Source: an optimization exercise on an open RTL-to-GDS flow (aim: small area, a short achievable clock period and few clock cycles per item). Production flows keep margins and buffers that such runs may drop. Function was checked by simulation only, so behaviour that the tests miss may differ from the original.

// filet_enc
module filet_enc (
    input  wire        clk,
    input  wire        rst,           
    input  wire        in_valid,
    output reg         in_ready,
    input  wire [19:0] in_data,       
    input  wire        in_eos,        
    input  wire        in_eol,        
    input  wire [1:0]  cfg_depth,     
    input  wire [5:0]  cfg_e,         
    output reg         out_valid,
    input  wire        out_ready,
    output reg  [31:0] out_data,
    output reg         out_last
);
    localparam N    = 34;             
    localparam CAP  = 88;             
    integer i, k, i1, i2, i3, k1, k2;
    function [4:0] bits_of;
        input [1:0] d;
        bits_of = (d == 2'd0) ? 5'd10 : (d == 2'd1) ? 5'd12 : 5'd20;
    endfunction
    function ult12;
        input [11:0] a, b;
        reg lt, eq;
        integer q;
        begin
            lt = 1'b0; eq = 1'b1;
            for (q = 11; q >= 0; q = q - 1) begin
                lt = lt | (eq & ~a[q] & b[q]);
                eq = eq & ~(a[q] ^ b[q]);
            end
            ult12 = lt;
        end
    endfunction
    function slt10;
        input [9:0] a, b;
        slt10 = ult12({2'b0, ~a[9], a[8:0]}, {2'b0, ~b[9], b[8:0]});
    endfunction
    function [26:0] drows;
        input [19:0] aq;
        input [6:0]  r;
        input [6:0]  step;
        reg   [19:0] a;
        reg   [6:0]  rr;
        reg   [8:0]  df;
        integer n;
        begin
            a  = aq;
            rr = r;
            for (n = 0; n < 5; n = n + 1) begin
                df = {1'b0, rr, a[19]} - {2'b0, step};
                a  = {a[18:0], ~df[8]};
                rr = df[8] ? {rr[5:0], aq[19-n]} : df[6:0];
            end
  ...
Size: about 11,000 cells after synthesis, roughly 2,000 flip-flops, ~0.11 mm2 of cells after synthesis.
export LEC_CHECK = 0
export CAP_MARGIN = 20
export CORE_MARGIN = 2
export CORE_UTILIZATION = 40
export SLEW_MARGIN = 20
create_clock -name core_clock -period 65.0 [get_ports {clk}]
run.sh (not shown) runs the stock make flow with config.mk's settings and CLKGATE_MAP_FILE= SYNTH_SCRIPT=/design/flow/synth_recipe.tcl, a recipe that flattens the netlist after the stock synthesis.
Testbench counts at the start, summed over its fixed seeds: cycles 109,777, samples 109,175.
Change:
--- a/flow/design.v
+++ b/flow/design.v
@@ -8,17 +8,17 @@
     input  wire        in_eol,        
     input  wire [1:0]  cfg_depth,     
     input  wire [5:0]  cfg_e,         
     output reg         out_valid,
     input  wire        out_ready,
     output reg  [31:0] out_data,
     output reg         out_last
 );
-    localparam N    = 34;             
+    localparam N    = 35;             
     localparam CAP  = 88;             
     integer i, k, i1, i2, i3, k1, k2;
     function [4:0] bits_of;
         input [1:0] d;
         bits_of = (d == 2'd0) ? 5'd10 : (d == 2'd1) ? 5'd12 : 5'd20;
     endfunction
     function ult12;
         input [11:0] a, b;
@@ -231,25 +231,21 @@
         else                       begin t4v = t3v[0]; t4i = t3i[0]; end
         dec_k = ult12({1'b0,t3v[2]}, {1'b0,t4v}) ? t3i[2] : t4i;
     end
     reg         rd_first;             
     wire        adv;                  
     wire        bf_avail = (bf_rp != bf_wp);
     wire        consume = synced & ex_v & adv & (~rd_first | bf_avail);
     wire        mv_up = ~synced & ex_v & ~drum[0][21];
-    reg         p0_v, p0_first, p0_last, p0_sos;
-    reg  [1:0]  p0_i;
-    reg  [19:0] p0_x;
-    reg  [5:0]  p0_e;
-    reg  [1:0]  p0_d;
     reg  [19:0] bx_prev;
-    wire [4:0]  p0_b    = bits_of(p0_d);
+    wire [19:0] p0_x    = ex[19:0];
+    wire [4:0]  p0_b    = bits_of(bf_d[bf_rp[1:0]]);
     wire [19:0] p0_half = 20'd1 << (p0_b - 5'd1);
-    wire [19:0] p0_base = (p0_first & p0_sos) ? p0_half : bx_prev;
+    wire [19:0] p0_base = (rd_first & bf_sos[bf_rp[1:0]]) ? p0_half : bx_prev;
     wire [20:0] p0_D1   = {1'b0, p0_x} - {1'b0, p0_base};
     wire [19:0] p0_D2   = p0_base - p0_x;
     wire        p0_sg   = p0_D1[20];
     wire [19:0] p0_A    = p0_sg ? p0_D2 : p0_D1[19:0];
     reg         pv  [1:5];
     reg         pfi [1:5];
     reg         pla [1:5];
     reg         pso [1:5];
@@ -402,31 +398,22 @@
         if (f0_v & f0_last) begin
             bf_e[bf_wp[1:0]]   <= f0_e;
             bf_d[bf_wp[1:0]]   <= f0_d;
             bf_sos[bf_wp[1:0]] <= f0_first ? f0_sos : fb_sos;
             bf_eol[bf_wp[1:0]] <= f0_eol;
             bf_dec[bf_wp[1:0]] <= 1'b0;
         end
         if (adv) begin
-            if (consume) begin
-                p0_x     <= ex[19:0];
-                p0_last  <= ex[20];
-                p0_first <= rd_first;
-                p0_i     <= bf_rp[1:0];
-                p0_e     <= bf_e[bf_rp[1:0]];
-                p0_d     <= bf_d[bf_rp[1:0]];
-                p0_sos   <= bf_sos[bf_rp[1:0]];
-            end
             paq[1] <= p0_A;
             pr[1]  <= 7'd0;
             psg[1] <= p0_sg;
             px[1]  <= p0_x;
-            pfi[1] <= p0_first; pla[1] <= p0_last; pix[1] <= p0_i;
-            if (p0_v) bx_prev <= p0_x;
+            pfi[1] <= rd_first; pla[1] <= ex[20]; pix[1] <= bf_rp[1:0];
+            if (consume) bx_prev <= p0_x;
             for (i = 1; i <= 4; i = i + 1) begin
                 paq[i+1] <= pdiv[i][26:7];
                 pr[i+1]  <= pdiv[i][6:0];
                 psg[i+1] <= psg[i];
                 px[i+1]  <= px[i];
                 pfi[i+1] <= pfi[i]; pla[i+1] <= pla[i];
                 pix[i+1] <= pix[i];
             end
@@ -480,17 +467,16 @@
             unp       <= 6'd0;
             f0_v      <= 1'b0;
             for (i = 1; i <= 5; i = i + 1) fv[i] <= 1'b0;
             f6_v      <= 1'b0;
             fpend     <= 1'b0;
             dec_now   <= 1'b0;
             bf_wp <= 3'd0; bf_dp <= 2'd0; bf_rp <= 3'd0; bf_fp <= 3'd0;
             rd_first  <= 1'b1;
-            p0_v      <= 1'b0;
             for (i = 1; i <= 5; i = i + 1) pv[i] <= 1'b0;
             p6_v <= 1'b0; p7_v <= 1'b0;
             pv_reg    <= 1'b0;
             cnt       <= 7'd0;
             lbits     <= 5'd0;
             pad_pend  <= 1'b0;
             mark_v    <= 1'b0;
         end else begin
@@ -520,18 +506,17 @@
             end else begin
                 wcnt <= wcnt - 6'd1;
                 if (wcnt == 6'd1) synced <= 1'b1;
             end
             if (f0_v & f0_last) bf_wp <= bf_wp + 3'd1;
             if (dec_now) bf_dp <= bf_dp + 2'd1;
             if (adv & p6_v & p6_last) bf_fp <= bf_fp + 3'd1;
             if (adv) begin
-                p0_v <= consume;
-                pv[1] <= p0_v;
+                pv[1] <= consume;
                 for (i = 1; i <= 4; i = i + 1) pv[i+1] <= pv[i];
                 p6_v <= pv[5];
                 p7_v <= p6_v;
             end
             cnt   <= cnt_x + added;
             lbits <= lbits + added[4:0];
             if (app & p7_eol) pad_pend <= 1'b1;
             if (do_pad) begin
Outcome: The changed run went through all stages and came out clean. Die area drops by 0.35%. Final cell count stays flat. Design area drops by 0.57%. Clock skew climbs by 0.0094 ns. Wire length drops by 0.83%. Setup slack improved by 0.088 ns. Global-route usage drops by 0.15 points. Clock-buffer cell count climbs by 16. Critical path depth does not change.
Testbench counts after the change, summed over its fixed seeds: cycles 109,777, samples 109,175.

[what the ideal ports hide]
In the flow no input, the clock included, has a driving cell. The finished layouts below were timed again as built, in two steps. Step 1 (the two cells are an assumption about what drives the block):
set clk [get_ports {clk}]
set_driving_cell -lib_cell sky130_fd_sc_hd__clkbuf_16 $clk
set_driving_cell -lib_cell sky130_fd_sc_hd__buf_2 [delete_from_list [all_inputs] $clk]
Step 2 also shifts input and output timing later by t, the mid clock arrival at the registers, as if the neighbouring blocks saw the same clock. Slacks: ideal ports / drivers / drivers and shift; pairs: ideal ports / drivers.
| run | shift t [ns] | setup slack, ns | hold WS [ns] | worst setup path after step 2 |
|---|---|---|---|---|
| the first run | 0.935 | 49.966 / 49.872 / 49.454 | 0.255 / 0.255 / 0.255 | input to register |
| the second run | 0.934 | 50.053 / 49.963 / 49.492 | 0.280 / 0.280 / 0.280 | input to register |
After both steps every run listed still meets setup and hold. The setup slack of the second run, which loses most, moves by -0.090 ns with the drivers and by -0.561 ns with both steps.
